From an optimization exercise on the open Yosys and OpenROAD flow, aimed at small area, a short achievable clock period and few clock cycles; shortcuts taken in it are not production practice. Only simulation tests tie the RTL to the original design; equivalence was not proved. No activity file was given, so power comes from the tool's default toggle rates.

==> flow/design.v, too long to show whole: its modules and the start of the top module <==
// module echo_corr: 308 lines
// module ec_mac: 548 lines
// module ec_sq: 285 lines
module echo_corr (
    input  wire               clk,
    input  wire               rst,         
    input  wire               start,       
    output wire [7:0]         tpl_addr,
    input  wire [31:0]        tpl_data,
    output wire [8:0]         cap_addr,
    input  wire [13:0]        cap_data,
    output reg                done,        
    output wire               clip,        
    output wire               unlock,      
    output wire               neg,         
    output wire signed [6:0]  lag,         
    output wire signed [38:0] r_prev,      
    output wire signed [38:0] r_peak,      
    output wire signed [38:0] r_next,      
    output wire signed [38:0] rq_peak,     
    output wire        [35:0] xe           
);
  // ...
==> flow/run.sh <==
#!/bin/bash
# synth_recipe.tcl (not shown) runs the flow's synth.tcl, then flattens the netlist and writes it again
# the make line also repeats each setting of config.mk as NAME=value (left out here)
make -C /OpenROAD-flow-scripts/flow DESIGN_CONFIG=/design/flow/config.mk WORK_HOME=/design/flow/orfs CLKGATE_MAP_FILE= SYNTH_SCRIPT=/design/flow/synth_recipe.tcl finish
==> flow/config.mk <==
export PLATFORM = sky130hd
export DESIGN_NAME = echo_corr
export DESIGN_NICKNAME = echo_corr
export VERILOG_FILES = /design/flow/design.v
export SDC_FILE = /design/flow/constraint.sdc
export NUM_CORES = 4
export LEC_CHECK = 0
export CAP_MARGIN = 20
export CORE_MARGIN = 10
export CORE_UTILIZATION = 40
export SLEW_MARGIN = 20
==> flow/constraint.sdc <==
create_clock -name core_clock -period 10.0 [get_ports {clk}]
set_input_delay 2.0000 -clock core_clock [delete_from_list [all_inputs] [get_ports {clk}]]
set_output_delay 2.0000 -clock core_clock [all_outputs]
set_load 0.01 [all_outputs]
==> reports/results.tsv, run 1 <==
stage	metric	value	unit
setup_path	critPathLaunchType	register	
place	post_dp_cell_area	259100	sq um
clock_tree	hold_buffers	0	
synthesis	synthSimpleGateAreaFrac	7.675	%
min_path	hold_start	w[3][1]	
timing	max_freq	198.3	MHz
routing	first_pass_iters	6	
synthesis	synth_area	249300	sq um
clock_tree	numClockSinks	2912	
setup_path	crit_family	adder cells	
finish	multi_input_area_share	61.00	%
finish	area.sequential	64600	sq um
setup_path	cp-endpoint	u[2].sr[16]	
synthesis	netlist_top_cells_area	fa_1 28%, dfxtp_1 19%, xnor2_1 8.2%	
setup_path	reg2reg_to	u[2].sr[16]	
place	routabilityCongestion	0.8776	
routing	drcViolationCount	0	
timing	slew_violations	0	
setup_path	critPathMostFrequentCell	fa_1	
finish	layout_common_cells	3769 x nand2_1, 3541 x fa_1, 3287 x inv_1, 2706 x a22oi_1, 2344 x xnor2_1	
outcome	status	finished clean	
finish	n_all_inverters	3295	
timing	slew_headroom	19.39	%
power_and_ir_drop	seq_cell_power	18.6	mW
die	die_w	809.5	um
synthesis	synthMuxAreaShare	2.977	%
synthesis	yosys-top-cells-count	3770 x nand2_1, 3541 x fa_1, 3288 x inv_1	
power_and_ir_drop	p_sw_share	40.15	%
finish	biggestCellCategory	multi-input combinational cells	
routing	route.met2.wl	375.0	mm
setup_path	arrival	5.95	ns
global_route	grt_busiest_layer	met2	
setup_path	cp_num_buf_inv	3	
timing	rsz0062_at_grt	no	
finish	fillers	59079	
timing	final.setup.tns	0	ns
timing	period_share	50.43	%
timing	timing.final.ws_setup	4.957	ns
die	coreArea	620500	sq um
place	place_inst	31943	
finish	nFlopsAndLatches	2912	
finish	antenna_cells	20	
synthesis	synth_top_family_by_area	adder cells	
Testbench counts, summed over its fixed seeds: cycles 65,978.
==> module echo_corr, before the edit <==
module echo_corr (
    input  wire               clk,
    input  wire               rst,         
    input  wire               start,       
    output wire [7:0]         tpl_addr,
    input  wire [31:0]        tpl_data,
    output wire [8:0]         cap_addr,
    input  wire [13:0]        cap_data,
    output reg                done,        
    output wire               clip,        
    output wire               unlock,      
    output wire               neg,         
    output wire signed [6:0]  lag,         
    output wire signed [38:0] r_prev,      
    output wire signed [38:0] r_peak,      
    output wire signed [38:0] r_next,      
    output wire signed [38:0] rq_peak,     
    output wire        [35:0] xe           
);
    localparam integer N  = 13;                  
    localparam integer NB = (65 + N - 1) / N;    
    localparam integer CL = N + 255;             
    localparam integer AW = 38;                  
    localparam [AW-1:0] KC = 38'd91628765184;
    localparam [2:0] S_IDLE = 3'd0,
                     S_STR  = 3'd1,    
                     S_TAIL = 3'd2,    
                     S_PICK = 3'd3,    
                     S_FIX  = 3'd4,    
                     S_FWT  = 3'd5;    
    reg [2:0] state;
    reg [3:0] blk;
    reg [8:0] c;           
    reg [8:0] ca;          
    reg [7:0] ta;          
    reg [3:0] fk;          
    reg       ph;          
    reg [1:0] wc;
    assign tpl_addr = ta;
    assign cap_addr = ca;
    wire i_tap    = (state == S_STR) && (c >= N - 1);
    wire i_first  = (state == S_STR) && (c == N - 1);
    wire i_last   = (state == S_STR) && (c == CL - 1);
    wire i_clip   = (state == S_STR) && (ca < 9'd320);
    wire i_cfirst = (state == S_STR) && (blk == 4'd0) && (c == 9'd0);
    wire i_ev     = (state == S_STR) && (c <= 9'd255);
    wire i_efirst = (state == S_STR) && (c == 9'd0);
    wire i_elast  = (state == S_STR) && (c == 9'd255);
    wire i_fix    = (state == S_FIX);
    reg d1_tap, d1_first, d1_last, d1_clip, d1_cfirst, d1_ev, d1_efirst, d1_elast, d1_fix, d1_fsub;
    reg d2_tap, d2_first, d2_last, d2_clip, d2_cfirst, d2_ev, d2_efirst, d2_elast, d2_fix, d2_fsub;
    reg d3_ev, d3_efirst, d3_elast, d3_fix, d3_fsub;
    reg d4_ev, d4_efirst, d4_elast, d4_fix, d4_fsub;
    wire signed [6:0] cur_lag;
    wire        [3:0] cur_k;
    always @(posedge clk) begin
        if (rst) begin
            state <= S_IDLE;
            done  <= 1'b0;
            {d1_tap, d1_first, d1_last, d1_clip, d1_cfirst, d1_ev, d1_efirst, d1_elast, d1_fix, d1_fsub} <= 10'd0;
            {d2_tap, d2_first, d2_last, d2_clip, d2_cfirst, d2_ev, d2_efirst, d2_elast, d2_fix, d2_fsub} <= 10'd0;
            {d3_ev, d3_efirst, d3_elast, d3_fix, d3_fsub} <= 5'd0;
            {d4_ev, d4_efirst, d4_elast, d4_fix, d4_fsub} <= 5'd0;
        end else begin
            d1_tap <= i_tap;   d1_first <= i_first; d1_last <= i_last;
            d1_clip <= i_clip; d1_cfirst <= i_cfirst;
            d1_ev <= i_ev;     d1_efirst <= i_efirst; d1_elast <= i_elast;
            d1_fix <= i_fix;   d1_fsub <= ph;
            d2_tap <= d1_tap;     d2_first <= d1_first; d2_last <= d1_last;
            d2_clip <= d1_clip;   d2_cfirst <= d1_cfirst;
            d2_ev <= d1_ev;       d2_efirst <= d1_efirst; d2_elast <= d1_elast;
            d2_fix <= d1_fix;     d2_fsub <= d1_fsub;
            d3_ev <= d2_ev;       d3_efirst <= d2_efirst; d3_elast <= d2_elast;
            d3_fix <= d2_fix;     d3_fsub <= d2_fsub;
            d4_ev <= d3_ev;       d4_efirst <= d3_efirst; d4_elast <= d3_elast;
            d4_fix <= d3_fix;     d4_fsub <= d3_fsub;
            done <= 1'b0;
            case (state)
                S_IDLE: if (start) begin
                    state <= S_STR;
                    blk   <= 4'd0;
                    c     <= 9'd0;
                    ca    <= 9'd0;
                    ta    <= 8'd0 - (N - 1);
                end
                S_STR: begin
                    c  <= c + 9'd1;
                    ca <= ca + 9'd1;
                    ta <= ta + 8'd1;
                    if (c == CL - 1) begin
                        c   <= 9'd0;
                        ca  <= ca - 9'd254;
                        ta  <= 8'd0 - (N - 1);
                        blk <= blk + 4'd1;
                        if (blk == NB - 1)
                            state <= S_TAIL;
                    end
                end
                S_TAIL: begin
                    c <= c + 9'd1;
                    if (c == N + 3)
                        state <= S_PICK;
                end
                S_PICK: begin
                    ca <= {{2{cur_lag[6]}}, cur_lag} + 9'd287;
                    fk <= cur_k;
                    ph <= 1'b0;
                    if (cur_k == 4'd0) begin
                        done  <= 1'b1;
                        state <= S_IDLE;
                    end else
                        state <= S_FIX;
                end
                S_FIX: begin
                    ph <= ~ph;
                    if (!ph)
                        ca <= ca - 9'd256;
                    else begin
                        ca <= ca + 9'd255;
                        fk <= fk - 4'd1;
                        if (fk == 4'd1) begin
                            state <= S_FWT;
                            wc    <= 2'd0;
                        end
                    end
                end
                S_FWT: begin
                    wc <= wc + 2'd1;
                    if (wc == 2'd3) begin
                        done  <= 1'b1;
                        state <= S_IDLE;
                    end
                end
                default: state <= S_IDLE;
            endcase
        end
    end
    reg [13:0] w [0:N-1];
    reg [7:0]  one_r, two_r, neg_r, sgn_r;      
    reg [7:0]  one_q, two_q, neg_q, sgn_q;      
    wire [16:0] tr = {tpl_data[15:0], 1'b0};
    wire [16:0] tq = {tpl_data[31:16], 1'b0};
    integer n;
    always @(posedge clk) begin
        for (n = 0; n < N - 1; n = n + 1)
            w[n] <= w[n + 1];
        w[N-1] <= cap_data;
        for (n = 0; n < 8; n = n + 1) begin
            one_r[n] <= d1_tap & (tr[2*n+1] ^ tr[2*n]);
            two_r[n] <= d1_tap & ((tr[2*n+2] & ~tr[2*n+1] & ~tr[2*n]) | (~tr[2*n+2] & tr[2*n+1] & tr[2*n]));
            neg_r[n] <= d1_tap & tr[2*n+2] & ~(tr[2*n+1] & tr[2*n]);
            sgn_r[n] <= d1_tap & ~(tr[2*n+2] & ~(tr[2*n+1] & tr[2*n]));
            one_q[n] <= d1_tap & (tq[2*n+1] ^ tq[2*n]);
            two_q[n] <= d1_tap & ((tq[2*n+2] & ~tq[2*n+1] & ~tq[2*n]) | (~tq[2*n+2] & tq[2*n+1] & tq[2*n]));
            neg_q[n] <= d1_tap & tq[2*n+2] & ~(tq[2*n+1] & tq[2*n]);
            sgn_q[n] <= d1_tap & ~(tq[2*n+2] & ~(tq[2*n+1] & tq[2*n]));
        end
    end
    wire   x_clip = (w[N-1] == 14'd0) || (w[N-1] == 14'd16383);
    reg    clip_acc;
    assign clip = clip_acc;
    always @(posedge clk) begin
        if (d2_clip) begin
            if (d2_cfirst)
                clip_acc <= x_clip;
            else if (x_clip)
                clip_acc <= 1'b1;
        end
    end
    wire accum = d2_tap && !d2_first;
    wire [AW-1:0] as_r [0:N];
    wire [AW-1:0] ac_r [0:N];
    wire [AW-1:0] as_q [0:N];
    wire [AW-1:0] ac_q [0:N];
    assign as_r[N] = {AW{1'b0}};
    assign ac_r[N] = {AW{1'b0}};
    assign as_q[N] = {AW{1'b0}};
    assign ac_q[N] = {AW{1'b0}};
    genvar k;
    generate
        for (k = 0; k < N; k = k + 1) begin : u
            reg  [AW-1:0] sr, cr, sq, cq;
            wire [AW-1:0] nsr, ncr, nsq, ncq;
            ec_mac mr (.x(w[k]), .one(one_r), .two(two_r), .neg(neg_r), .sgn(sgn_r),
                       .as(accum ? sr : as_r[k+1]), .ac(accum ? cr : ac_r[k+1]),
                       .s(nsr), .c(ncr));
            ec_mac mq (.x(w[k]), .one(one_q), .two(two_q), .neg(neg_q), .sgn(sgn_q),
                       .as(accum ? sq : as_q[k+1]), .ac(accum ? cq : ac_q[k+1]),
                       .s(nsq), .c(ncq));
            always @(posedge clk) begin
                sr <= nsr;
                cr <= ncr;
                sq <= nsq;
                cq <= ncq;
            end
            assign as_r[k] = sr;
            assign ac_r[k] = cr;
            assign as_q[k] = sq;
            assign ac_q[k] = cq;
        end
    endgenerate
    wire [27:0] sqs_n, sqc_n;
    reg  [27:0] sqs, sqc, sqv;
    reg  [35:0] e_cur, e_blk;
    ec_sq msq (.x(w[N-1]), .s(sqs_n), .c(sqc_n));
    always @(posedge clk) begin
        sqs <= sqs_n;
        sqc <= sqc_n;
        sqv <= sqs + sqc;
    end
    wire [35:0] e_sum = (d4_efirst ? 36'd0 : e_cur) + {8'd0, sqv};
    always @(posedge clk) begin
        if (d4_ev) begin
            e_cur <= e_sum;
            if (d4_elast)
                e_blk <= e_sum;
        end
    end
    reg        dr_act;
    reg  [3:0] dr_k;
    reg  [6:0] dl;         
    reg                  t1_v, t2_v;
    reg  [3:0]           t1_k, t2_k;
    reg  signed [6:0]    t1_lag, t2_lag;
    reg  signed [AW-1:0] t1_r, t1_q, t2_r, t2_q;
    reg  [AW-2:0]        t2_abs;
    always @(posedge clk) begin
        if (rst) begin
            dr_act <= 1'b0;
            t1_v   <= 1'b0;
            t2_v   <= 1'b0;
        end else begin
            if (state == S_IDLE && start)
                dl <= 7'd0;
            if (d2_last) begin
                dr_act <= 1'b1;
                dr_k   <= 4'd0;
            end else if (dr_act) begin
                dr_k <= dr_k + 4'd1;
                dl   <= dl + 7'd1;
                if (dr_k == N - 1)
                    dr_act <= 1'b0;
            end
            t1_v   <= dr_act && (dl <= 7'd64);
            t1_k   <= dr_k;
            t1_lag <= $signed(dl - 7'd32);
            t1_r   <= as_r[0] + ac_r[0] + KC;
            t1_q   <= as_q[0] + ac_q[0] + KC;
            t2_v   <= t1_v;
            t2_k   <= t1_k;
            t2_lag <= t1_lag;
            t2_r   <= t1_r;
            t2_q   <= t1_q;
            t2_abs <= t1_r[AW-1] ? -t1_r[AW-2:0] : t1_r[AW-2:0];
        end
    end
    function [5:0] mag;              
        input [6:0] l;
        mag = l[6] ? (6'd0 - l[5:0]) : l[5:0];
    endfunction
    reg signed [AW-1:0] prev_r;      
    reg signed [6:0]    c_lag;
    reg        [3:0]    c_k;
    reg                 c_jt;        
    reg                 c_unl;
    reg signed [AW-1:0] c_r, c_p, c_n, c_q;
    reg        [AW-2:0] c_abs;
    reg        [35:0]   c_e;
    assign cur_lag = c_lag;
    assign cur_k   = c_k;
    wire [AW-1:0] key_t = {t2_abs, ~t2_r[AW-1]};
    wire [AW-1:0] key_c = {c_abs,  ~c_r[AW-1]};
    wire t_first = (t2_lag == -7'sd32);
    wire take    = t_first || (key_t > key_c) ||
                   (key_t == key_c && mag(t2_lag) < mag(c_lag));
    wire [35:0] e_fix = d4_fsub ? (c_e - {8'd0, sqv}) : (c_e + {8'd0, sqv});
    always @(posedge clk) begin
        if (t2_v) begin
            prev_r <= t2_r;
            if (take) begin
                c_lag <= t2_lag;
                c_k   <= t2_k;
                c_r   <= t2_r;
                c_abs <= t2_abs;
                c_q   <= t2_q;
                c_p   <= t_first ? {AW{1'b0}} : prev_r;
                c_n   <= {AW{1'b0}};
                c_e   <= e_blk;
                c_jt  <= 1'b1;
                c_unl <= (t2_lag == -7'sd32) || (t2_lag == 7'sd32);
            end else begin
                if (c_jt)
                    c_n <= t2_r;
                c_jt <= 1'b0;
            end
        end else if (d4_fix) begin
            c_e <= e_fix;
        end
    end
    assign lag     = c_lag;
    assign neg     = c_r[AW-1];
    assign unlock  = c_unl;
    assign r_peak  = {c_r[AW-1], c_r};
    assign r_prev  = {c_p[AW-1], c_p};
    assign r_next  = {c_n[AW-1], c_n};
    assign rq_peak = {c_q[AW-1], c_q};
    assign xe      = c_e;
endmodule
==> run 2, diff against run 1 <==
--- a/flow/design.v
+++ b/flow/design.v
@@ -168,5 +168,11 @@
         end
     end
-    wire accum = d2_tap && !d2_first;
+    reg [N-1:0] sh1, sh2;
+    integer m;
+    always @(posedge clk) begin
+        for (m = 0; m < N; m = m + 1)
+            sh1[m] <= (state == S_STR || state == S_TAIL) && (c <= N - 1 - (m == 0 ? 0 : m));
+        sh2 <= sh1;
+    end
     wire [AW-1:0] as_r [0:N];
     wire [AW-1:0] ac_r [0:N];
@@ -183,8 +189,8 @@
             wire [AW-1:0] nsr, ncr, nsq, ncq;
             ec_mac mr (.x(w[k]), .one(one_r), .two(two_r), .neg(neg_r), .sgn(sgn_r),
-                       .as(accum ? sr : as_r[k+1]), .ac(accum ? cr : ac_r[k+1]),
+                       .as(sh2[k] ? as_r[k+1] : sr), .ac(sh2[k] ? ac_r[k+1] : cr),
                        .s(nsr), .c(ncr));
             ec_mac mq (.x(w[k]), .one(one_q), .two(two_q), .neg(neg_q), .sgn(sgn_q),
-                       .as(accum ? sq : as_q[k+1]), .ac(accum ? cq : ac_q[k+1]),
+                       .as(sh2[k] ? as_q[k+1] : sq), .ac(sh2[k] ? ac_q[k+1] : cq),
                        .s(nsq), .c(ncq));
             always @(posedge clk) begin
--- a/flow/config.mk
+++ b/flow/config.mk
@@ -8,4 +8,6 @@
 export CAP_MARGIN = 20
 export CORE_MARGIN = 10
-export CORE_UTILIZATION = 40
+export CORE_UTILIZATION = 55
+export PLACE_DENSITY = 0.65
+export SETUP_SLACK_MARGIN = 5
 export SLEW_MARGIN = 20
==> run 2 against run 1 <==
Against the previous run:
- clock power increased by 4%
- still clean on timing, DRC and antenna
- wire length decreased by 1.7%
- worst setup slack got worse by 0.060 ns
- synthesized cell count decreased by 8.6%
==> reports/results.tsv, run 2 <==
stage	metric	value	unit	change
synthesis	synthMuxAreaShare	7.720	%	was 2.977%
routing	ant_nets	0		unchanged
synthesis	synthCells	22772		was 24922
timing	timing.final.ws_setup	4.897	ns	was 4.957 ns
clock_tree	clk_pin_slew_worst_paths	0.06	ns	about the same
synthesis	synthAdderAreaFrac	33.85	%	was 33.93%
die	fp.dieH	694.1	um	was 809.5 um
global_route	overflow	0		unchanged
finish	postLayoutCoreUtil	59.64	%	was 43.67%
die	initial_utilization	55.20	%	was 40.18%
clock_tree	clock_latency	1.01	ns	was 1.08 ns
finish	nets	26621		was 28679
setup_path	critPathMostFrequentCell	fa_1		unchanged
finish	final_area	270000	sq um	was 271000 sq um
job	maxCapViolations	0		unchanged
power_and_ir_drop	powerDensity	229.8	nW/um^2	was 209.2 nW/um^2
power_and_ir_drop	ir_drop	164.4	uV	was 145.8 uV
finish	layout_common_cells	3541 x fa_1, 3299 x inv_1, 2704 x a22oi_1, 2304 x xnor2_1, 2186 x dfxtp_1		was 3769 x nand2_1, 3541 x fa_1, 3287 x inv_1, 2706 x a22oi_1, 2344 x xnor2_1
synthesis	synth_edf_count	606		unchanged
synthesis	yosys-top-cells-count	3541 x fa_1, 3300 x inv_1, 2704 x a22oi_1		was 3770 x nand2_1, 3541 x fa_1, 3288 x inv_1
synthesis	synthSimpleGateAreaFrac	2.964	%	was 7.675%
synthesis	yosys_warnings	3		unchanged
routing	finalWirelength	815.4	mm	was 829.4 mm
setup_path	critPathLaunchType	register		unchanged
timing	period_needed	5.103	ns	was 5.043 ns
finish	synthToLayoutAreaGrowth	8.051	%	was 8.668%
synthesis	ys_ff_latch	2935		was 2912
routing	first_pass_iters	7		was 6
setup_path	crit_type	register to register		unchanged
die	die-area	481700	sq um	was 655300 sq um
global_route	grt_pass1_wl	1223	mm	was 1261 mm
place	post_dp_cell_area	256900	sq um	was 259100 sq um
setup_path	endpoint_kind	register		unchanged
synthesis	synth_area_per_cell	10.97	sq um	was 10.00 sq um
timing	period_share	51.03	%	was 50.43%
timing	rsz0062_at_grt	yes		was no
finish	top_regs	u.sq (494), u.sr (494)		unchanged
die	ioPinCount	269		unchanged
routing	post_drt_wl_per_cell	28.80	um	was 25.45 um
timing	setup_viol	0		unchanged
synthesis	netlist_top_cells_area	fa_1 28%, dfxtp_1 19%, a22oi_1 8.1%		was fa_1 28%, dfxtp_1 19%, xnor2_1 8.2%
synthesis	synth.yosys.seq_area_share	25.94	%	was 25.81%
global_route	grt_pass1_vias	185149		was 195031
synthesis	synth-xor-area-share	11.87	%	was 11.89%
timing	hold_viol_final	0		unchanged
synthesis	synthArstFlopShare	0	%	unchanged
finish	fillers	37002		was 59079
place	hpwl	521.0	mm	was 540.9 mm
finish	final_common_cell	fa_1		was nand2_1
synthesis	yosysMostFrequentCell	fa_1		was nand2_1
global_route	grt_busiest_layer	met2		unchanged
timing	max_freq	195.9	MHz	was 198.3 MHz
place	port_buffers	268		unchanged
finish	drive_gt1_share	10.24	%	was 4.733%
timing	final.setup.tns	0	ns	unchanged
timing	slew_violations	0		unchanged
min_path	hold_start	sh1[6]		was w[3][1]
synthesis	synth_area	249900	sq um	was 249300 sq um
synthesis	synth_top_area_share	28.37	%	was 28.43%
routing	drt_iter0_markers	20080		was 17515
routing	viasPerCell	6.087		was 5.528
setup_path	slowest_stage	dfxtp_4		was buf_4
global_route	antenna_found_initial	39		was 30
power_and_ir_drop	p_leak	113.0	nW	was 120.9 nW
setup_path	r2r_start	two_q[1]		was one_r[1]
outcome	status	finished clean		unchanged
clock_tree	clock-root-buffer	clkbuf_16		unchanged
place	place_inst	27542		was 31943
timing	slew_headroom	15.22	%	was 19.39%
clock_tree	htree_levels	5		unchanged
global_route	use_met1	45.63	%	was 31.94%
timing	whs	0.2994	ns	was 0.3540 ns
global_route	use_met3	13.50	%	was 5.213%
routing	num_vias	172343		was 180149
synthesis	ys.flop_type	dfxtp_1		unchanged
place	routabilityCongestion	0.9269		was 0.8776
clock_tree	hold_buffers	0		unchanged
die	num_rows	247		was 289
clock_tree	numClockSinks	2935		was 2912
synthesis	synth_top_area_cell	fa_1		unchanged
setup_path	required	10.83	ns	was 10.90 ns
clock_tree	cts_buffers	349		was 342
die	die_w	694.1	um	was 809.5 um
synthesis	synth_cell_types	89		was 81
synthesis	synth_compound_area_share	9.900	%	was 9.793%
setup_path	cp-startpoint	two_q[1]		was one_r[1]
place	dp_slack	4.423	ns	was 4.911 ns
setup_path	critical-path-max-stage-delay	0.88	ns	was 0.78 ns
routing	drcViolationCount	0		unchanged
synthesis	synth_top_family_by_area	adder cells		unchanged
finish	final_cells	28315		was 32587
clock_tree	clockBufferDepth	4		unchanged
clock_tree	cts_tree	yes		unchanged
die	coreArea	452800	sq um	was 620500 sq um
setup_path	critPathMaxFanout	50		unchanged
global_route	grt_max_degree	142		was 167
power_and_ir_drop	power	62.06	mW	was 56.67 mW
setup_path	reg2reg_slack	4.90	ns	was 4.96 ns
timing	tightestPinTransition	1.272	ns	was 1.208 ns
global_route	grt_use_met2	48.21	%	was 39.62%
setup_path	arrival	5.93	ns	was 5.95 ns
global_route	grtUsageTotal	33.67	%	was 24.97%
min_path	hold_path.class	register to register		unchanged
timing	skew	0.07785	ns	was 0.1023 ns
synthesis	synth.net_count	27458		was 29607
setup_path	cp_cell_sequence	buf_6 > buf_6 > a22oi_1 > xnor2_1 > fa_1 > fa_1 > inv_1 > fa_1 > fa_1 > fa_1		was buf_4 > buf_4 > a22oi_1 > xnor2_1 > fa_1 > fa_1 > inv_1 > fa_1 > fa_1 > fa_1
[run 2: logic make-up after synthesis]
group / count (synthesis)
muxes: 1788
buffers and inverters: 5158
AOI/OAI and AO/OA: 3385
DFF: 2935
xor gates and xnor gates: 3386
and+or+nand+nor: 1483
adders and majority gates: 4637
[run 2: layout make-up]
type / count / area, sq um / share of cell area [%]
Tap cell: 5976 / 7477 / 2.769
Clock buffer: 494 / 10200 / 3.776
Timing Repair Buffer: 664 / 6420 / 2.377
Inverter: 3306 / 12450 / 4.610
Antenna cell: 121 / 302.8 / 0.1121
Sequential cell: 2935 / 65160 / 24.13
Clock inverter: 140 / 2218 / 0.8215
Multi-Input combinational cell: 14679 / 165800 / 61.40
[run 2: worst max-delay path: cells and delay by family (launching register included)]
kind	cells	cell delay, ns
fa+ha+maj	5	2.38
buf+inv	3	1.20
flops	1	0.88
compound gates	1	0.23
xor+xnor	1	0.19
[run 2: final timing paths]
path                                     to  cells past startpoint
worst max-delay path            u[3].sq[16]                     10
worst max register to register  u[3].sq[16]                     10
worst min-delay path                 sh2[6]                      0
worst min register to register       sh2[6]                      0
[run 2: power breakdown]
| group | switching [mW] | internal, mW |
|---|---|---|
| logic | 15.8 | 12.3 |
| registers | 3.59 | 16.4 |
| clock network | 5.75 | 8.27 |
[run 2: what timing repair did]
item	in CTS	in global routing
setup endpoints to repair	215	238
gates resized for setup	21	27
buffers inserted	1	15
cloned	0	2
pin swaps	0	8
[run 2: layer usage]
metal / wire length [um] / vias up
met3: 118600 / 1891
li1: - / 72512
met1: 317800 / 86151
met4: 37530 / 40
met5: 584 / -
met2: 341000 / 11749
Testbench counts of run 2, summed over its fixed seeds: cycles 65,978.
==> run 3, diff against run 2 <==
==> flow/flow/run.sh (new file) <==
#!/bin/bash
# Own layout flow: the standard synthesis, then flow/invopt.py removes the
# inverters that the adder extraction leaves between full adders (a full adder
# is self-dual, so it can compute the inverted sum and carry from inverted
# inputs; an XOR gate takes an inverted input by becoming an XNOR). The
# registers are not touched. Then the standard layout from that netlist.
set -euo pipefail
cd "$(dirname "$0")/.."
RES=orfs/results/${FLOW_PLATFORM}/echo_corr/base
bash standard.sh synth > synth.log 2>&1
cp "$RES/1_2_yosys.v" yosys_standard.v
python3 flow/invopt.py yosys_standard.v invopt.v > invopt.log 2>&1 || cp yosys_standard.v invopt.v
cp invopt.v "$RES/1_2_yosys.v"
touch "$RES/1_2_yosys.v"
bash standard.sh finish > layout.log 2>&1
==> flow/flow/invopt.py (new file) <==
#!/usr/bin/env python3
"""Remove inverters around full adders in a flat Yosys netlist of sky130hd cells.

A full adder is self-dual: FA(~a, ~b, ~c) = (~sum, ~cout). An XOR/XNOR gate
absorbs an inversion of any input by swapping XOR and XNOR. This script
chooses, for each full adder, whether it computes the true or the inverted
values, and for each XOR/XNOR gate which of the two it is, so that as few
inverters as possible are left; then rewrites the netlist.

usage: invopt.py in.v out.v
"""
import re, sys, collections

OUTS = {"X", "Y", "Q", "Q_N", "SUM", "COUT"}
PFX = "sky130_fd_sc_hd__"

def parse(txt):
    m = re.search(r"\n(  sky130_fd_sc_hd__\w+ )", txt)
    head = txt[:m.start() + 1]
    endm = txt.rindex("endmodule")
    body = txt[m.start() + 1:endm]
    cells = []
    for cm in re.finditer(r"  (sky130_fd_sc_hd__\w+) (\S+ ?) \((.*?)\);\n", body, re.S):
        typ, name, pins = cm.group(1), cm.group(2), cm.group(3)
        pl = [(p, n.strip()) for p, n in re.findall(r"\.(\w+)\(([^()]*?)\)", pins)]
        cells.append([typ, name, pl])
    # sanity: everything in body parsed
    n_inst = len(re.findall(r"\n  sky130_fd_sc_hd__\w+ ", "\n" + body))
    if n_inst != len(cells) or "assign " in body:
        raise SystemExit("unexpected netlist format: %d instances, %d parsed" % (n_inst, len(cells)))
    return head, cells, txt[endm:]

def main():
    txt = open(sys.argv[1]).read()
    head, cells, tail = parse(txt)
    ncell0 = len(cells)
    kind = lambda t: t[len(PFX):].rsplit("_", 1)[0]
    drv = {}
    for i, (t, n, pl) in enumerate(cells):
        for p, net in pl:
            if p in OUTS:
                drv[net] = (i, p)
    # collapse inverters: lit(net) = (base, pol)
    inv_in = {}
    for i, (t, n, pl) in enumerate(cells):
        if kind(t) in ("inv", "clkinv"):
            d = dict(pl)
            inv_in[d["Y"]] = d["A"]
    memo = {}
    def lit(net):
        if net in memo: return memo[net]
        b, p = net, 0
        seen = 0
        while b in inv_in:
            b = inv_in[b]; p ^= 1; seen += 1
            assert seen < 100
        memo[net] = (b, p)
        return b, p
    # which cells are flippable
    FA, XOR = set(), set()
    for i, (t, n, pl) in enumerate(cells):
        k = kind(t)
        if k == "fa": FA.add(i)
        elif k in ("xor2", "xnor2"): XOR.add(i)
    flip = collections.defaultdict(int)
    # loads: base net -> list of (cell, pin, pol)
    loads = collections.defaultdict(list)
    port_loads = []  # nets used as module outputs: handled by "keep" below
    for i, (t, n, pl) in enumerate(cells):
        if kind(t) in ("inv", "clkinv"): continue
        for p, net in pl:
            if p in OUTS or p == "CLK": 
                if p == "CLK":
                    b, q = lit(net); loads[b].append((i, p, q))
                continue
            b, q = lit(net)
            loads[b].append((i, p, q))
    outnets = set()
    for m in re.finditer(r"output (?:\[(\d+):(\d+)\] )?(\w+);", head):
        if m.group(1):
            for k in range(int(m.group(2)), int(m.group(1)) + 1):
                outnets.add("%s[%d]" % (m.group(3), k))
        else:
            outnets.add(m.group(3))
    # an output port net driven by an inverter chain: a fixed load wanting that literal
    for net in outnets:
        b, q = lit(net)
        if net != b:
            loads[b].append((-1, net, q))
    def drv_flip(b):
        d = drv.get(b)
        return flip[d[0]] if d else 0
    def want(l):
        i, p, q = l
        if i in FA: return q ^ flip[i]
        return q
    def cost(b):
        # XOR loads take any polarity; an XOR driver picks its own
        ws = set(want(l) for l in loads[b] if l[0] not in XOR)
        d = drv.get(b)
        if d and d[0] in XOR:
            return 1 if len(ws) == 2 else 0
        f = drv_flip(b)
        return 1 if any(w != f for w in ws) else 0
    def xor_best(b):
        ws = [want(l) for l in loads[b] if l[0] not in XOR]
        return 1 if ws and all(w == 1 for w in ws) else 0
    total0 = sum(cost(b) for b in loads)
    # nets each FA touches
    fa_nets = {}
    for i in FA:
        t, n, pl = cells[i]
        s = set()
        for p, net in pl:
            if p in OUTS: s.add(net)
            else: s.add(lit(net)[0])
        fa_nets[i] = s
    changed = True
    it = 0
    while changed and it < 50:
        changed = False; it += 1
        for i in sorted(FA):
            before = sum(cost(b) for b in fa_nets[i])
            flip[i] ^= 1
            after = sum(cost(b) for b in fa_nets[i])
            if after < before:
                changed = True
            else:
                flip[i] ^= 1
    for i in XOR:
        for p, net in cells[i][2]:
            if p in OUTS:
                flip[i] = xor_best(net)
    total1 = sum(cost(b) for b in loads)
    sys.stderr.write("inverters needed: %d -> %d (%d inverter cells before)\n" % (total0, total1, len(inv_in)))
    # rebuild
    out = []
    ninv = [0]
    invnet = {}
    def phys(b, q):
        """net carrying literal (b, q)"""
        if q == drv_flip(b) if (b in drv) else q == 0:
            return b
        if b not in invnet:
            ninv[0] += 1
            nn = "_invopt_%d_" % ninv[0]
            invnet[b] = nn
            out.append([PFX + "inv_1", "_invopt_c%d_" % ninv[0], [("A", b), ("Y", nn)]])
        return invnet[b]
    newcells = []
    for i, (t, n, pl) in enumerate(cells):
        k = kind(t)
        if k in ("inv", "clkinv"):
            continue
        npl = []
        if i in XOR:
            par = flip[i]
            for p, net in pl:
                if p in OUTS:
                    npl.append((p, net))
                else:
                    b, q = lit(net)
                    pb = drv_flip(b) if b in drv else 0
                    # physical net of b carries old(b) ^ pb; we need old(b) ^ q
                    par ^= (pb ^ q)
                    npl.append((p, b))
            # output must carry old_out ^ flip[i]; XOR of physical inputs gives
            # old_xor ^ (accumulated par ^ flip[i]) ... choose type
            is_xnor = (k == "xnor2")
            # out_phys = xor(phys) ^ is_xnor_new ; want old_out ^ flip = xor(old_in) ^ is_xnor ^ flip
            # xor(phys) = xor(old_in) ^ (par ^ flip[i])
            new_xnor = is_xnor ^ (par ^ flip[i]) ^ flip[i]
            t2 = t.replace("xnor2", "xor2") if not new_xnor else t.replace("xor2", "xnor2").replace("xnxnor2", "xnor2")
            if new_xnor and k == "xnor2": t2 = t
            if (not new_xnor) and k == "xor2": t2 = t
            if t2 != t:
                op = "Y" if "xnor2" in t2 else "X"
                npl = [(op if p in OUTS else p, net) for p, net in npl]
            newcells.append([t2, n, npl])
            continue
        for p, net in pl:
            if p in OUTS:
                npl.append((p, net))
            else:
                b, q = lit(net)
                if i in FA: q ^= flip[i]
                npl.append((p, phys(b, q)))
        newcells.append([t, n, npl])
    # output ports fed by inverter chains
    assigns = []
    for net in sorted(outnets):
        b, q = lit(net)
        if net != b:
            src = phys(b, q)
            # drive the port net with a buffer from src
            newcells.append([PFX + "buf_1", "_invopt_o%d_" % len(assigns), [("A", src), ("X", net)]])
            assigns.append(net)
    newcells += out
    # declare new wires
    decl = "".join("  wire %s;\n" % invnet[b] for b in invnet)
    body = []
    for t, n, pl in newcells:
        body.append("  %s %s (\n%s\n  );\n" % (t, n, ",\n".join("    .%s(%s)" % (p, net + (" " if net.startswith(chr(92)) else "")) for p, net in pl)))
    open(sys.argv[2], "w").write(head + decl + "".join(body) + tail)
    sys.stderr.write("cells %d -> %d\n" % (ncell0, len(newcells)))

main()
==> flow/standard.sh (new file) <==
#!/bin/bash
# synth_recipe.tcl (not shown) runs the flow's synth.tcl, then flattens the netlist and writes it again
# the make line also repeats each setting of config.mk as NAME=value (left out here)
make -C /OpenROAD-flow-scripts/flow DESIGN_CONFIG=/design/flow/config.mk WORK_HOME=/design/flow/orfs CLKGATE_MAP_FILE= SYNTH_SCRIPT=/design/flow/synth_recipe.tcl "${@:-finish}"
removed: flow/run.sh
==> run 3 against run 2 <==
Against the previous run:
- sequential share of layout area rose by 0.93 points
- still clean
- critical path type unchanged
- largest cell class unchanged
- count of clock-buffer cells in the layout grew 5
- final cell count down 9.2%
- critical path depth down 1
==> reports/results.tsv, run 3 <==
stage	metric	value	unit	change
routing	drcViolationCount	0		unchanged
finish	final_common_cell	fa_1		unchanged
die	num_rows	243		was 247
job	maxCapViolations	0		unchanged
timing	skew	0.08672	ns	was 0.07785 ns
routing	post_drt_wl_per_cell	30.95	um	was 28.80 um
timing	hold_viol_final	0		unchanged
finish	drive_gt1_share	11.40	%	was 10.24%
power_and_ir_drop	p_comb_share	45.2	%	about the same
finish	layout_common_cells	3541 x fa_1, 2704 x a22oi_1, 2608 x xnor2_1, 2174 x dfxtp_1, 1115 x mux2_2		was 3541 x fa_1, 3299 x inv_1, 2704 x a22oi_1, 2304 x xnor2_1, 2186 x dfxtp_1
finish	synthToLayoutAreaGrowth	7.799	%	was 8.051%
clock_tree	numClockSinks	2935		unchanged
place	dp_slack	4.790	ns	was 4.423 ns
timing	period_needed	5.078	ns	was 5.103 ns
synthesis	synth_area_per_cell	11.79	sq um	was 10.97 sq um
outcome	status	finished clean		unchanged
routing	drt_iter0_markers	20728		was 20080
synthesis	yosys_warnings	3		unchanged
timing	whs	0.3257	ns	was 0.2994 ns
power_and_ir_drop	powerDensity	232.0	nW/um^2	was 229.8 nW/um^2
timing	slew_violations	0		unchanged
global_route	grt_pass1_vias	176601		was 185149
place	port_buffers	268		unchanged
setup_path	critPathMaxFanout	51		was 50
finish	postLayoutCoreUtil	59.43	%	was 59.64%
power_and_ir_drop	pwr-share-clk	22.1	%	was 22.6%
die	fp.dieH	682.2	um	was 694.1 um
die	die_w	682.2	um	was 694.1 um
finish	fillers	35129		was 37002
clock_tree	clock-root-buffer	clkbuf_16		unchanged
global_route	antenna_found_initial	24		was 39
timing	final.setup.tns	0	ns	unchanged
power_and_ir_drop	power	60.31	mW	was 62.06 mW
synthesis	synthCells	20455		was 22772
synthesis	synth.net_count	25141		was 27458
die	coreArea	437500	sq um	was 452800 sq um
finish	nets	24303		was 26621
setup_path	critical-path-max-stage-delay	0.89	ns	was 0.88 ns
timing	slew_headroom	12.42	%	was 15.22%
die	ioPinCount	269		unchanged
power_and_ir_drop	p_int	36.49	mW	was 36.92 mW
global_route	grt_max_degree	137		was 142
routing	first_pass_iters	7		unchanged
routing	finalWirelength	795.6	mm	was 815.4 mm
clock_tree	cts_buffers	343		was 349
min_path	hold_path_depth	0		unchanged
finish	area.sequential	65170	sq um	was 65160 sq um
setup_path	r2r_cells	9		was 10
setup_path	r2r_start	one_r[5]		was two_q[1]
power_and_ir_drop	ir_drop	181.0	uV	was 164.4 uV
place	routabilityCongestion	0.9739		was 0.9269
routing	num_vias	164008		was 172343
setup_path	slowest_stage	dfxtp_4		unchanged
finish	multi_input_area	165800	sq um	about the same
setup_path	required	10.86	ns	was 10.83 ns
synthesis	synth_area	241200	sq um	was 249900 sq um
timing	tightestPinTransition	1.314	ns	was 1.272 ns
clock_tree	htree_levels	5		unchanged
die	die-area	465500	sq um	was 481700 sq um
power_and_ir_drop	p_switching	23.82	mW	was 25.14 mW
setup_path	crit_type	register to register		unchanged
timing	max_freq	196.9	MHz	was 195.9 MHz
setup_path	reg2reg_slack	4.92	ns	was 4.90 ns
global_route	grtUsageTotal	34.10	%	was 33.67%
power_and_ir_drop	p_leak	106.5	nW	was 113.0 nW
routing	viasPerCell	6.380		was 6.087
routing	ant_nets	0		unchanged
global_route	grt_pass1_wl	1191	mm	was 1223 mm
setup_path	crit_family	adder cells		unchanged
clock_tree	clock_latency	1.03	ns	was 1.01 ns
clock_tree	cts_tree	yes		unchanged
finish	top_regs	u.sq (494), u.sr (494)		unchanged
place	hpwl	507.0	mm	was 521.0 mm
global_route	overflow	0		unchanged
clock_tree	clk_pin_slew_worst_paths	0.06	ns	about the same
setup_path	critPathLaunchType	register		unchanged
timing	rsz0062_at_grt	yes		unchanged
clock_tree	clockBufferDepth	4		unchanged
timing	setup_viol	0		unchanged
min_path	hold_path.class	register to register		unchanged
clock_tree	hold_buffers	0		unchanged
timing	period_share	50.78	%	was 51.03%
setup_path	critPathMostFrequentCell	fa_1		unchanged
setup_path	cp_cell_sequence	buf_6 > buf_4 > a22oi_1 > xor2_1 > fa_1 > fa_1 > inv_1 > fa_1 > fa_1		was buf_6 > buf_6 > a22oi_1 > xnor2_1 > fa_1 > fa_1 > inv_1 > fa_1 > fa_1 > fa_1
setup_path	arrival	5.94	ns	was 5.93 ns
power_and_ir_drop	p_sw_share	39.50	%	was 40.51%
timing	timing.final.ws_setup	4.922	ns	was 4.897 ns
setup_path	reg2reg_to	u[1].sr[23]		was u[3].sq[16]
setup_path	cp_num_buf_inv	3		unchanged
min_path	min_to	sh2[12]		was sh2[6]
setup_path	endpoint_kind	register		unchanged
min_path	hold_start	sh1[12]		was sh1[6]
power_and_ir_drop	p_seq_share	32.7	%	was 32.2%
die	initial_utilization	55.13	%	was 55.20%
## run 3: cell type report
cell class,count,share of cell area [%]
diodes,52,0.05004
multi-input cells,14679,63.75
repair buffers,669,2.438
clock inverters,127,0.6145
clock buffers,499,3.874
well taps,5757,2.770
flip-flops and latches,2935,25.06
inverters,989,1.441
## run 3: how the worst max path moves through the flow
stage,from,to,slack (ns),depth (start not counted)
floorplan,rst,dl[0],4.23,2
global placement,w[10][0],c_e[34],4.67,18
detailed placement,w[10][0],c_e[34],4.79,18
CTS,w[10][0],c_e[34],4.95,18
global route,c_lag[0],c_abs[33],4.88,14
finish,one_r[5],u[1].sr[23],4.92,9
## run 3: worst register-to-register path: stages, from the launching register on
cell	delay, ns
dfxtp_4	0.89
buf_6	0.70
buf_4	0.86
a22oi_1	0.24
xor2_1	0.22
fa_1	0.47
fa_1	0.56
inv_1	0.06
fa_1	0.54
fa_1	0.43
## run 3: power by group through the flow
stage	Combinational, mW	Sequential (mW)	Clock [mW]
3_3_place_gp	25.4	19.9	0
5_1_grt	31.3	19.9	13.9
2_1_floorplan	20.2	17.7	0
4_1_cts	26.9	19.7	13.5
3_5_place_dp	26.6	19.9	0
6_report	27.3	19.7	13.3
## run 3: timing repair
item	CTS	global route
buffers inserted	1	7
endpoints found under the setup margin	44	165
endpoints found under the hold margin	0	0
resized for setup	5	16
pin swaps	1	1
cloned	0	0
## run 3: per-stage QoR
step                      cell area [sq um]  instances
after floorplan                      241200      20455
after global placement               248000      25020
after detailed placement             248000      25020
after CTS                            259700      25647
after global routing                 260000      25697
final                                260000      25707
## run 3: layer usage
metal	part of all wire [%]	routed length, um	global-route usage [%]
met1	38	305500	46.12
met2	43	339500	49.68
met3	13	107300	11.73
met4	5.4	42960	15.03
met5	0.036	286	0.4287

## what the ideal ports hide
No port has a modelled driver above. Below, the same layouts with a new extraction and two added sets of constraints.
Step 1: set_driving_cell puts a clkbuf_16 on clk and a buf_2 on each other input, an assumption about the parent block.
Step 2 moves the port delays by t, midway between the first and last clock arrival at a register: inputs arrive t later, outputs are due t later. That takes back most of the time a late clock gives input paths.
a / b / c = ideal ports / drivers / drivers and shift; a / b = the first two.
| run | t, ns | setup slack, ns | hold slack, ns | clock arrival spread, ns |
|---|---|---|---|---|
| run 1 | 1.169 | 4.957 / 4.957 / 4.908 | 0.354 / 0.354 / 0.354 | 0.111 / 0.112 |
| run 2 | 1.106 | 4.897 / 4.897 / 4.897 | 0.299 / 0.299 / 0.299 | 0.079 / 0.078 |
| run 3 | 1.102 | 4.922 / 4.922 / 4.922 | 0.326 / 0.326 / 0.326 | 0.091 / 0.091 |
After both steps setup and hold are still met in every run listed. For run 1, which loses most, drivers alone change the setup slack by 0.000 ns; drivers and shift together by -0.049 ns.
